What follows belongs to an exercise in optimizing a design on an open flow for small area and a short achievable clock period; a production flow would make more cautious choices. Only simulation tests tie the RTL to the original design; equivalence was not proved. Power and IR drop assume default switching activity.

## flow/design.v (module list and top-level ports; edited modules follow where they fit)
// module iu32: 1843 lines
module iu32 (
    input  wire        clk,
    input  wire        in_class,
    input  wire [4:0]  in_op,
    input  wire        in_f,
    input  wire [31:0] in_a,
    input  wire [31:0] in_b,
    input  wire [3:0]  in_flags,
    output wire [31:0] out_rd,
    output wire [31:0] out_re,
    output wire        out_wrd,
    output wire        out_wre,
    output wire [3:0]  out_flags
);
  // ...
==> flow/flow/run.sh <==
#!/bin/bash
# Layout flow: the standard ORFS flow (standard.sh, with the standard
# synthesis unchanged) and two changes to how the layout is made:
#  - the timing repair after floorplan, CTS and global route is asked to
#    leave MARGIN ns of setup slack (the SDC, with the design's clock
#    period, I/O delays and loads, is not changed);
#  - the buffer ORFS puts on every input and output port is PORTBUF.
# make's full output goes to flow_orfs.log here; ORFS's own per-step logs
# are under orfs/logs/.
set -euo pipefail
[[ -f standard.sh ]] || cd "$(dirname "$0")/.."
MARGIN=8.5
PORTBUF=sky130_fd_sc_hd__buf_4
bash standard.sh SETUP_SLACK_MARGIN=$MARGIN "BUFFER_PORTS_ARGS=-buffer_cell $PORTBUF" finish > flow_orfs.log 2>&1
==> flow/standard.sh <==
#!/bin/bash
# synth_recipe.tcl (not shown) runs the flow's synth.tcl, then flattens the netlist and writes it again
# the make line also repeats each setting of config.mk as NAME=value (left out here)
make -C /OpenROAD-flow-scripts/flow DESIGN_CONFIG=/design/flow/config.mk WORK_HOME=/design/flow/orfs CLKGATE_MAP_FILE= SYNTH_SCRIPT=/design/flow/synth_recipe.tcl "${@:-finish}"
==> flow/config.mk <==
export PLATFORM = sky130hd
export DESIGN_NAME = iu32
export DESIGN_NICKNAME = iu32
export VERILOG_FILES = /design/flow/design.v
export SDC_FILE = /design/flow/constraint.sdc
export NUM_CORES = 4
export LEC_CHECK = 0
export CAP_MARGIN = 20
export CORE_MARGIN = 2
export CORE_UTILIZATION = 60
export SLEW_MARGIN = 20
==> flow/constraint.sdc <==
create_clock -name core_clock -period 16.0 [get_ports {clk}]
set_input_delay 3.2000 -clock core_clock [delete_from_list [all_inputs] [get_ports {clk}]]
set_output_delay 3.2000 -clock core_clock [all_outputs]
set_load 0.01 [all_outputs]
==> run notes, run 1 <==
Req. time, crit path=12.80 ns; final sequential cell count=231; top cell type's share of synthesized area=24.1%; area leader, netlist=fa_1; Multi-input gate area=36100 um^2; max-cap violation count=0; Fillers=5715; DR WL/cell=35.4 um; met2 wire len=79900 um; global placement routability congestion=1.10; register bit total from synthesis=231; GR Layer Usage met1=66.4%; status=timing/DRC/antenna clean; post-route cell area=48800 um^2; Syn. warnings=1; global route overflow=0; Worst Path Buf+Inv=1; mux cell area share after synthesis=4.63%; Largest regs=rq: 188 flops, alu_q: 32 flops; Main power group=combinational logic; asr flop ratio synth=0%; sequential cell area fraction in the yosys report=10.6%; Critical Path End Type=output pin; internal cell power=5.69 mW; combinational group power=10.1 mW; Row Count=98; Max Used Layer=met5; drt pass-1 iters=20; register area=4630 um^2; detailed placer's ending HPWL=137000 um; Buffers on Ports=145; Post-Route WL=207000 um; met1 WL=70500 um
==> run 2, diff against run 1 <==
--- a/flow/design.v
+++ b/flow/design.v
@@ -103,26 +103,103 @@
     wire [31:0] shv = (rot & ~lowm) | ({32{fill}} & lowm);
     reg  [31:0] shv_rev;
     always @(*)
         for (q = 0; q < 32; q = q + 1)
             shv_rev[q] = shv[31 - q];
     wire [31:0] shres = right ? shv_rev : shv;
     wire        sh_c  = (n != 5'd0) ? rot[0] : c_in;
     reg [5:0] lzc_r;
-    reg [5:0] popc_r;
     integer i;
     always @(*) begin
         lzc_r = 6'd32;
         for (i = 0; i < 32; i = i + 1)
             if (b[i]) lzc_r = 6'd31 - i[5:0];
-        popc_r = 6'd0;
-        for (i = 0; i < 32; i = i + 1)
-            popc_r = popc_r + {5'b0, b[i]};
     end
+    wire s1055, k1056;
+    assign s1055 = b[0] ^ b[1] ^ b[2];
+    assign k1056 = (b[0] & b[1]) | (b[0] & b[2]) | (b[1] & b[2]);
+    wire s1057, k1058;
+    assign s1057 = b[3] ^ b[4] ^ b[5];
+    assign k1058 = (b[3] & b[4]) | (b[3] & b[5]) | (b[4] & b[5]);
+    wire s1059, k1060;
+    assign s1059 = b[6] ^ b[7] ^ b[8];
+    assign k1060 = (b[6] & b[7]) | (b[6] & b[8]) | (b[7] & b[8]);
+    wire s1061, k1062;
+    assign s1061 = b[9] ^ b[10] ^ b[11];
+    assign k1062 = (b[9] & b[10]) | (b[9] & b[11]) | (b[10] & b[11]);
+    wire s1063, k1064;
+    assign s1063 = b[12] ^ b[13] ^ b[14];
+    assign k1064 = (b[12] & b[13]) | (b[12] & b[14]) | (b[13] & b[14]);
+    wire s1065, k1066;
+    assign s1065 = b[15] ^ b[16] ^ b[17];
+    assign k1066 = (b[15] & b[16]) | (b[15] & b[17]) | (b[16] & b[17]);
+    wire s1067, k1068;
+    assign s1067 = b[18] ^ b[19] ^ b[20];
+    assign k1068 = (b[18] & b[19]) | (b[18] & b[20]) | (b[19] & b[20]);
+    wire s1069, k1070;
+    assign s1069 = b[21] ^ b[22] ^ b[23];
+    assign k1070 = (b[21] & b[22]) | (b[21] & b[23]) | (b[22] & b[23]);
+    wire s1071, k1072;
+    assign s1071 = b[24] ^ b[25] ^ b[26];
+    assign k1072 = (b[24] & b[25]) | (b[24] & b[26]) | (b[25] & b[26]);
+    wire s1073, k1074;
+    assign s1073 = b[27] ^ b[28] ^ b[29];
+    assign k1074 = (b[27] & b[28]) | (b[27] & b[29]) | (b[28] & b[29]);
+    wire s1075, k1076;
+    assign s1075 = b[30] ^ b[31] ^ s1055;
+    assign k1076 = (b[30] & b[31]) | (b[30] & s1055) | (b[31] & s1055);
+    wire s1077, k1078;
+    assign s1077 = s1057 ^ s1059 ^ s1061;
+    assign k1078 = (s1057 & s1059) | (s1057 & s1061) | (s1059 & s1061);
+    wire s1079, k1080;
+    assign s1079 = s1063 ^ s1065 ^ s1067;
+    assign k1080 = (s1063 & s1065) | (s1063 & s1067) | (s1065 & s1067);
+    wire s1081, k1082;
+    assign s1081 = s1069 ^ s1071 ^ s1073;
+    assign k1082 = (s1069 & s1071) | (s1069 & s1073) | (s1071 & s1073);
+    wire s1083, k1084;
+    assign s1083 = s1075 ^ s1077 ^ s1079;
+    assign k1084 = (s1075 & s1077) | (s1075 & s1079) | (s1077 & s1079);
+    wire s1085, k1086;
+    assign s1085 = k1056 ^ k1058 ^ k1060;
+    assign k1086 = (k1056 & k1058) | (k1056 & k1060) | (k1058 & k1060);
+    wire s1087, k1088;
+    assign s1087 = k1062 ^ k1064 ^ k1066;
+    assign k1088 = (k1062 & k1064) | (k1062 & k1066) | (k1064 & k1066);
+    wire s1089, k1090;
+    assign s1089 = k1068 ^ k1070 ^ k1072;
+    assign k1090 = (k1068 & k1070) | (k1068 & k1072) | (k1070 & k1072);
+    wire s1091, k1092;
+    assign s1091 = k1074 ^ k1076 ^ k1078;
+    assign k1092 = (k1074 & k1076) | (k1074 & k1078) | (k1076 & k1078);
+    wire s1093, k1094;
+    assign s1093 = k1080 ^ k1082 ^ s1085;
+    assign k1094 = (k1080 & k1082) | (k1080 & s1085) | (k1082 & s1085);
+    wire s1095, k1096;
+    assign s1095 = s1087 ^ s1089 ^ k1084;
+    assign k1096 = (s1087 & s1089) | (s1087 & k1084) | (s1089 & k1084);
+    wire s1097, k1098;
+    assign s1097 = s1091 ^ s1093;
+    assign k1098 = s1091 & s1093;
+    wire s1099, k1100;
+    assign s1099 = k1086 ^ k1088 ^ k1090;
+    assign k1100 = (k1086 & k1088) | (k1086 & k1090) | (k1088 & k1090);
+    wire s1101, k1102;
+    assign s1101 = k1092 ^ k1094 ^ s1099;
+    assign k1102 = (k1092 & k1094) | (k1092 & s1099) | (k1094 & s1099);
+    wire s1103, k1104;
+    assign s1103 = k1098 ^ k1096;
+    assign k1104 = k1098 & k1096;
+    wire s1105, k1106;
+    assign s1105 = k1100 ^ k1102;
+    assign k1106 = k1100 & k1102;
+    wire [5:0] pc_s = {1'b0, k1106, s1105, s1101, s1097, s1081};
+    wire [5:0] pc_c = {1'b0, 1'b0, k1104, s1103, s1095, s1083};
+    wire [5:0] popc_r = pc_s + pc_c;
     wire [31:0] alu_r =
         ({32{o_addc}}  & asum) |
         ({32{o_subc}}  & ssum) |
         ({32{o_abdu}}  & abdu) |
         lu |
         ({32{o_shift}} & shres) |
         ({32{o_lzc}}   & {26'b0, lzc_r}) |
         ({32{o_popc}}  & {26'b0, popc_r}) |
==> flow/config.mk (replaced) <==
export PLATFORM = sky130hd
export DESIGN_NAME = iu32
export DESIGN_NICKNAME = iu32
export VERILOG_FILES = /design/flow/design.v
export SDC_FILE = /design/flow/constraint.sdc
export NUM_CORES = 4
export LEC_CHECK = 0
export CAP_MARGIN = 50
export CORE_MARGIN = 2
export CORE_UTILIZATION = 60
export SLEW_MARGIN = 30
==> run 2 against run 1 <==
First-iteration DRC count increased by 8.2%. Cell count is 1.8% higher. Synthesized area rose by 2.6%. Synthesized cell count rose by 2.0%. Critical path depth down 1. Cell area up 2.6%. Global-route usage down 0.063 points. Hold slack lost 0.011 ns. Sequential share of layout area is 0.23 points lower. Core utilization is 0.47 points lower. Maximum frequency up 5.6%. Via count grew 1.9%. Critical endpoint is now out_re[31]. Largest power group unchanged.
==> run notes, run 2 <==
drt pass-1 iters=11 (was 20); register bit total from synthesis=231 (unchanged); critical path cell sequence=fa_2, ha_4, and2_4, and3_4, a221oi_2, nor3_1, a311oi_2, a311oi_2, o41a_1, a31o_2, a31oi_2, xor2_1, buf_4 (was fa_1, ha_4, nand2_4, o21ai_2, o21ai_2, or3_4, o2111a_2, o31a_1, a311oi_2, xnor2_1, nand4b_1, mux2_4, mux2_4, buf_6); Mapped Area=44900 um^2 (was 43700 um^2); top_reg_cell synth=dfxtp_1 (unchanged); Post-Route WL=215000 um (was 207000 um); RSZ-0062 raised after global routing=true (unchanged); detailed placer's ending HPWL=147000 um (was 137000 um); VDD IR-drop max=0.235 mV (was 0.802 mV); cell with the most instances after synthesis=xnor2_1 (unchanged); share of cells above drive strength 1=15.2% (was 13.6%); die width=277 um (was 274 um); Max Root-Sink Buffers=3 (unchanged); largest cells by area after synthesis=fa_1 (24%), xnor2_1 (13%), dfxtp_1 (10%) (was fa_1 (24%), xnor2_1 (13%), dfxtp_1 (11%)); number of global-route vias before repair=42700 (was 42300); slowest CP cell=fa_2 (was nand4b_1); Layout area overhead=11.6% (about the same); most frequent cells in the layout=xnor2_1 (641), inv_1 (587), a22oi_1 (521), fa_1 (503), ha_1 (277) (was xnor2_1 (638), inv_1 (585), a22oi_1 (551), fa_1 (512), ha_1 (301)); final worst-path cycle share=48.4% (was 51.1%); critical path type=reg2out (unchanged); Row Count=100 (was 98); static leakage=20.8 nW (was 20.6 nW); number of antenna violations at the first check in global routing=7 (was 18); Most common cell on crit path=a311oi_2; top post-synthesis cells by count=xnor2_1 (641), inv_1 (600), a22oi_1 (530), fa_1 (527) (was xnor2_1 (641), inv_1 (597), a22oi_1 (561), fa_1 (527), clkbuf_1 (334)); largest net degree at the start of global routing=49 (was 55); Syn Area/Cell=8.91 um^2 (was 8.85 um^2); Die ar.=77000 um^2 (was 75100 um^2); Post-Syn Instances=5035 (was 4938); DR WL/cell=36.1 um (was 35.4 um); cts bufs inserted=28 (was 29); TritonCTS Sinks=231 (unchanged); Max Fanout on Critical Path=5 (was 4); Synthesized Nets=5967 (was 5870); sequential cell area fraction in the yosys report=10.3% (was 10.6%); CP startpoint kind=flip-flop (unchanged); asr flop ratio synth=0% (unchanged); global route overflow=0 (unchanged); Syn. warnings=1 (unchanged); chip height=277 um (was 274 um); CTS Hold Buffers Added=0 (unchanged); Hold Crit Class=in2reg (unchanged); Pwr Density=246 nW/um^2 (was 245 nW/um^2); Critical Path End Type=output pin (unchanged); Most flops, register=rq (unchanged); final hold vios=0 (unchanged); max FFs per register=188 (unchanged); final net count=5887 (was 5789); final period demand of the worst path=7.74 ns (was 8.17 ns); setup TNS=0 ns (unchanged); number of enable flip-flop cells after synthesis=0 (unchanged); routed via count=44100 (was 43300); Arr. time, crit path=4.54 ns (was 4.97 ns); global placement routability congestion=1.18 (was 1.10); Iteration-0 DRC Markers=8169 (was 7553); slew margin rel.=39.7% (was 14.1%); top cell type's share of synthesized area=23.5% (was 24.1%); vias per inst=7.42 (was 7.41); Buffers on Ports=145 (unchanged); CP peak stage delay=0.81 ns (was 0.53 ns); # setup viols final=0 (unchanged); Clk pin slew, worst setup/hold paths=0.06 ns (was 0.07 ns); max-cap violation count=0 (unchanged); fin. max-slew vios=0 (unchanged); final core occ=67.5% (was 67.9%); drt drc=0 (unchanged); most common cell after layout, fill and taps aside=xnor2_1 (unchanged); Tightest Pin Transition=0.879 ns (was 1.28 ns); H-tree levels=1 (unchanged); I/O Pins=146 (unchanged); Largest regs=rq: 188 flops, alu_q: 32 flops (unchanged); status=timing/DRC/antenna clean (unchanged); ANT nets after route=0 (unchanged); max frequency=129 MHz (was 122 MHz); Core Region=74200 um^2 (was 71900 um^2); Distinct cells, synth=96 (was 82); starting density of the core=60.5% (was 60.9%); CTS tree=done (unchanged); Root Driver=clkbuf_16 (unchanged); total track usage=53.7% (was 53.8%); Req. time, crit path=12.80 ns (about the same); first-pass GRT wire length=300000 um (was 291000 um); area leader, netlist=fa_1 (unchanged)
-- run 2: per-layer routing --
metal / GRT usage, % / vias to the layer above / wire length [um]
li1: - / 17300 / -
met1: 67.4 / 21100 / 74900
met2: 70.4 / 4498 / 80000
met3: 32.0 / 1255 / 41900
met4: 30.3 / 12 / 17700
met5: 1.06 / - / 149
-- run 2: per-stage QoR --
step	setup WS [ns]	instance area [um^2]	total power [mW]	hold slack [ns]	std cells
2_1_floorplan	8.31	45400	6.79	3.23	5035
3_3_place_gp	6.66	46300	10.1	3.36	5774
3_5_place_dp	6.87	46700	10.3	3.36	5805
4_1_cts	8.35	48600	11.4	2.74	5881
5_1_grt	8.25	50100	13.0	2.75	5946
6_report	8.26	50100	12.3	2.76	5950
-- run 2: critical path: cells and delay by family (launching register included) --
kind	cells	cell delay (ns)
simple gates	3	0.44
buf+inv	1	0.14
xor+xnor	1	0.17
fa+ha+maj	2	1.10
flops	1	0.33
compound gates	6	1.71
-- run 2: logic make-up (layout without fill, tap and decap cells) --
logic type | Yosys count | count (layout) | share of synthesized area [%]
DFF | 231 | 231 | 10.3
and+or+nand+nor | 652 | 652 | 7.25
buffers and inverters | 1085 | 1027 | 9.26
adders and majority gates | 856 | 856 | 32.7
xor gates and xnor gates | 681 | 681 | 13.3
other | 0 | 4 | 0
muxes | 189 | 189 | 5.77
AOI/OAI and AO/OA | 1341 | 1341 | 21.4
-- run 2: layout make-up --
type | instances | area (um^2)
multi-input cells | 3719 | 37200
fillers | 6049 | 24100
flip-flops and latches | 231 | 4630
repair buffers | 353 | 3600
inverters | 620 | 2440
well taps | 969 | 1210
clock buffers | 33 | 739
clock inverters | 19 | 174
repair inverters | 2 | 22.5
diodes | 4 | 10.0
-- run 2: path summary, 6_finish.rpt --
kind | startpoint | to | cells after the start
setup / recovery | rq[109] | out_re[31] | 13
hold / removal | in_class | q_mul | 1
-- run 2: power breakdown --
group	switching (mW)	internal, mW
registers	0.160	0.897
clock network	0.307	0.351
logic	6.15	4.44
total	6.61	5.69
-- run 2: what timing repair did --
item                       CTS  global route
pin swaps                   28            52
cloned                       2             8
setup buffers               22            45
gates resized for setup    157           163
setup endpoints to repair   74            64
==> run 3, diff against run 2 <==
==> flow/run.sh (new file) <==
#!/bin/bash
# synth_recipe.tcl (not shown) runs the flow's synth.tcl, then flattens the netlist and writes it again
# the make line also repeats each setting of config.mk as NAME=value (left out here)
make -C /OpenROAD-flow-scripts/flow DESIGN_CONFIG=/design/flow/config.mk WORK_HOME=/design/flow/orfs CLKGATE_MAP_FILE= SYNTH_SCRIPT=/design/flow/synth_recipe.tcl finish
--- a/flow/config.mk
+++ b/flow/config.mk
@@ -5,7 +5,8 @@
 export SDC_FILE = /design/flow/constraint.sdc
 export NUM_CORES = 4
 export LEC_CHECK = 0
-export CAP_MARGIN = 50
+export CAP_MARGIN = 20
 export CORE_MARGIN = 2
 export CORE_UTILIZATION = 60
-export SLEW_MARGIN = 30
+export SETUP_SLACK_MARGIN = 5
+export SLEW_MARGIN = 20
removed: flow/flow/run.sh
removed: flow/standard.sh
==> run 3 against run 2 <==
Still clean. Synthesized area unchanged. Via count shrank 3.4%. Clock power rose by 4.2%. Sequential share of layout area is 0.47 points higher. Critical path depth did not move. Hold slack improved by 0.32 ns. Core utilization down 3.3 points. Cell area shrank 4.9%. Combinational power decreased by 9.6%. Sequential cell count unchanged. Wire length decreased by 6.5%. Count of clock-buffer cells in the layout grew 2. Critical path type unchanged.
==> run notes, run 3 <==
chip height=277 um (unchanged); final net count=5813 (was 5887); largest net degree at the start of global routing=53 (was 49); Clk pin slew, worst setup/hold paths=0.06 ns (about the same); Layout Cells excl Fill=5876 (was 5950); area leader, netlist=fa_1 (unchanged); global route overflow=0 (unchanged); CP startpoint kind=flip-flop (unchanged); cts bufs inserted=28 (unchanged); starting density of the core=60.5% (unchanged); ANT nets after route=0 (unchanged); # setup viols final=0 (unchanged); global placement routability congestion=1.10 (was 1.18); drt drc=0 (unchanged); status=timing/DRC/antenna clean (unchanged); max FFs per register=188 (unchanged); DP Area=46600 um^2 (was 46700 um^2); Hold EP=rq[0] (was q_mul); Die ar.=77000 um^2 (unchanged); Max Fanout on Critical Path=6 (was 5); top cell type's share of synthesized area=23.5% (unchanged); critical path type=reg2out (unchanged); max-cap violation count=0 (unchanged); static leakage=19.9 nW (was 20.8 nW); top post-synthesis cells by count=xnor2_1 (641), inv_1 (600), a22oi_1 (530), fa_1 (527) (unchanged); H-tree levels=1 (unchanged); placed cells=5819 (was 5805); detailed placer's ending HPWL=143000 um (was 147000 um); CTS Hold Buffers Added=0 (unchanged); Worst Min Path Start=in_b[1] (was in_class); die width=277 um (unchanged); Row Count=100 (unchanged); Distinct cells, synth=96 (unchanged); slew margin rel.=12.2% (was 39.7%); VDD IR-drop max=0.327 mV (was 0.235 mV); most frequent cells in the layout=xnor2_1 (641), inv_1 (597), a22oi_1 (529), fa_1 (527), ha_1 (329) (was xnor2_1 (641), inv_1 (587), a22oi_1 (521), fa_1 (503), ha_1 (277)); max frequency=98.7 MHz (was 129 MHz); sequential cell area fraction in the yosys report=10.3% (unchanged); number of antenna violations at the first check in global routing=14 (was 7); RSZ-0062 raised after global routing=false (was true); post-route cell area=47600 um^2 (was 50100 um^2); post-CTS setup repair buffer count=0 (was 22); cell with the most instances after synthesis=xnor2_1 (unchanged); number of enable flip-flop cells after synthesis=0 (unchanged); final core occ=64.1% (was 67.5%); Pwr Density=238 nW/um^2 (was 246 nW/um^2); DR WL/cell=34.1 um (was 36.1 um); Most flops, register=rq (unchanged); Buffers on Ports=145 (unchanged); final worst slack=5.86 ns (was 8.26 ns); I/O Pins=146 (unchanged); Largest regs=rq: 188 flops, alu_q: 32 flops (unchanged); drt pass-1 iters=10 (was 11); final hold vios=0 (unchanged); final worst-path cycle share=63.4% (was 48.4%); share of cells above drive strength 1=8.32% (was 15.2%); Req. time, crit path=12.80 ns (about the same); number of global-route vias before repair=42200 (was 42700); Post-Route WL=201000 um (was 215000 um); CP peak stage delay=0.97 ns (was 0.81 ns); TritonCTS Sinks=231 (unchanged); Hold Crit Class=in2reg (unchanged); final period demand of the worst path=10.14 ns (was 7.74 ns); top_reg_cell synth=dfxtp_1 (unchanged); total track usage=51.0% (was 53.7%); largest cells by area after synthesis=fa_1 (24%), xnor2_1 (13%), dfxtp_1 (10%) (unchanged); asr flop ratio synth=0% (unchanged); Iteration-0 DRC Markers=7192 (was 8169); Layout area overhead=6.11% (was 11.6%); post-CTS sizing=0 (was 157); Total Power=11.3 mW (was 12.3 mW); CTS tree=done (unchanged); fin. max-slew vios=0 (unchanged); Synthesized Nets=5967 (unchanged); Post-Syn Instances=5035 (unchanged); Root Driver=clkbuf_16 (unchanged); Syn Area/Cell=8.91 um^2 (unchanged); pre-CTS setup slack=5.90 ns (was 6.87 ns); WHS Path Cells=1 (unchanged); Mapped Area=44900 um^2 (unchanged); Core Region=74200 um^2 (unchanged); vias per inst=7.26 (was 7.42); first-pass GRT wire length=288000 um (was 300000 um); setup TNS=0 ns (unchanged); Most common cell on crit path=o21ai_1 (was a311oi_2); register bit total from synthesis=231 (unchanged); slowest CP cell=a211oi_1 (was fa_2); Arr. time, crit path=6.94 ns (was 4.54 ns); routed via count=42600 (was 44100); Syn. warnings=1 (unchanged); Max Root-Sink Buffers=3 (unchanged); Critical Path End Type=output pin (unchanged); WHS=3.08 ns (was 2.76 ns); Tightest Pin Transition=1.30 ns (was 0.879 ns); critical path cell sequence=fa_1, ha_1, o21ai_0, a2111oi_0, o2111ai_1, a211oi_1, o211ai_1, a211o_1, o21ai_1, o21ai_1, o41ai_1, xor2_1, clkdlybuf4s50_1 (was fa_2, ha_4, and2_4, and3_4, a221oi_2, nor3_1, a311oi_2, a311oi_2, o41a_1, a31o_2, a31oi_2, xor2_1, buf_4); most common cell after layout, fill and taps aside=xnor2_1 (unchanged)
==> run 3: cell count changes in the layout (fill, tap and decap cells not counted), sizes merged, moves of 5 or more <==
cell | before | now
clkinv | 13 | 8
clkdlybuf4s50 | 0 | 106
clkbuf | 44 | 35
buf | 339 | 175
clkinvlp | 13 | 3
inv | 614 | 621
==> run 3: worst max path at each step <==
stage	startpoint	end	slack [ns]	cells past startpoint
after detailed placement	in_b[16]	alu_q[7]	5.90	22
after floorplan	in_b[3]	alu_q[31]	6.73	24
after global placement	in_b[16]	alu_q[7]	6.02	22
after global routing	rq[38]	out_re[28]	5.83	13
final	rq[38]	out_re[28]	5.86	13
after CTS	rq[38]	out_re[28]	6.17	13
==> run 3: cells by family (layout without fill, tap and decap cells) <==
group	after synthesis	in the layout	share of synthesized area, %
compound gates	1341	1341	21.4
buf+inv	1085	951	9.26
fa+ha+maj	856	856	32.7
xor+xnor	681	681	13.3
simple gates	652	652	7.25
flops	231	231	10.3
mux	189	189	5.77
other cells	0	6	0
==> run 3: layout make-up <==
type / count / area (um^2)
inverters: 620 / 2330
repair buffers: 281 / 2290
fillers: 6279 / 26600
clock buffers: 35 / 777
well taps: 969 / 1210
diodes: 6 / 15.0
clock inverters: 15 / 204
flip-flops and latches: 231 / 4620
multi-input cells: 3719 / 36100
==> run 3: where the power goes <==
part | leakage [nW] | switching [mW] | internal [mW]
Sequential | 1.94 | 0.160 | 0.895
Clock | 0.473 | 0.292 | 0.396
Combinational | 17.5 | 5.54 | 4.04
Total | 19.9 | 5.99 | 5.33
==> run 3: metal layers <==
layer  vias up  wire, um  GRT usage (%)
met5         -       154          0.125
met4         8     19100           35.9
met3      1184     30900           20.4
met2      3795     80100           72.6
met1     20600     70400           62.9
li1      17100         -              -
==> run 3: worst max-delay path, delay by kind of cell, from the launching register on <==
| kind | cells | cell delay (ns) |
|---|---|---|
| fa+ha+maj | 2 | 0.89 |
| flops | 1 | 0.32 |
| buf+inv | 1 | 0.63 |
| compound gates | 9 | 4.11 |
| xor+xnor | 1 | 0.36 |

## re-timing with driven ports
How much do the figures lean on ideal ports? The routed layouts below were timed once more, with nothing changed but the port constraints. Step 1 (the two cells are an assumption about what drives the block):
set clk [get_ports {clk}]
set_driving_cell -lib_cell sky130_fd_sc_hd__clkbuf_16 $clk
set_driving_cell -lib_cell sky130_fd_sc_hd__buf_2 [delete_from_list [all_inputs] $clk]
Step 2 moves the port delays by t, midway between the first and last clock arrival at a register: inputs arrive t later, outputs are due t later. That takes back most of the time a late clock gives input paths. a / b / c = ideal ports / drivers / drivers and shift; a / b = the first two.
run | shift t [ns] | setup slack, ns | worst setup path after step 2 | worst data-port slew with drivers (ns) | pins driven straight from the clock port
run 1 | 0.669 | 7.827 / 7.753 / 7.181 | input to register | 0.28 | 1
run 2 | 0.706 | 8.263 / 8.189 / 7.526 | input to register | 0.32 | 1
run 3 | 0.693 | 5.863 / 5.786 / 5.611 | input to register | 0.14 | 1
After both steps setup and hold are still met in every run listed. For run 2, which loses most, drivers alone change the setup slack by -0.074 ns; drivers and shift together by -0.737 ns.
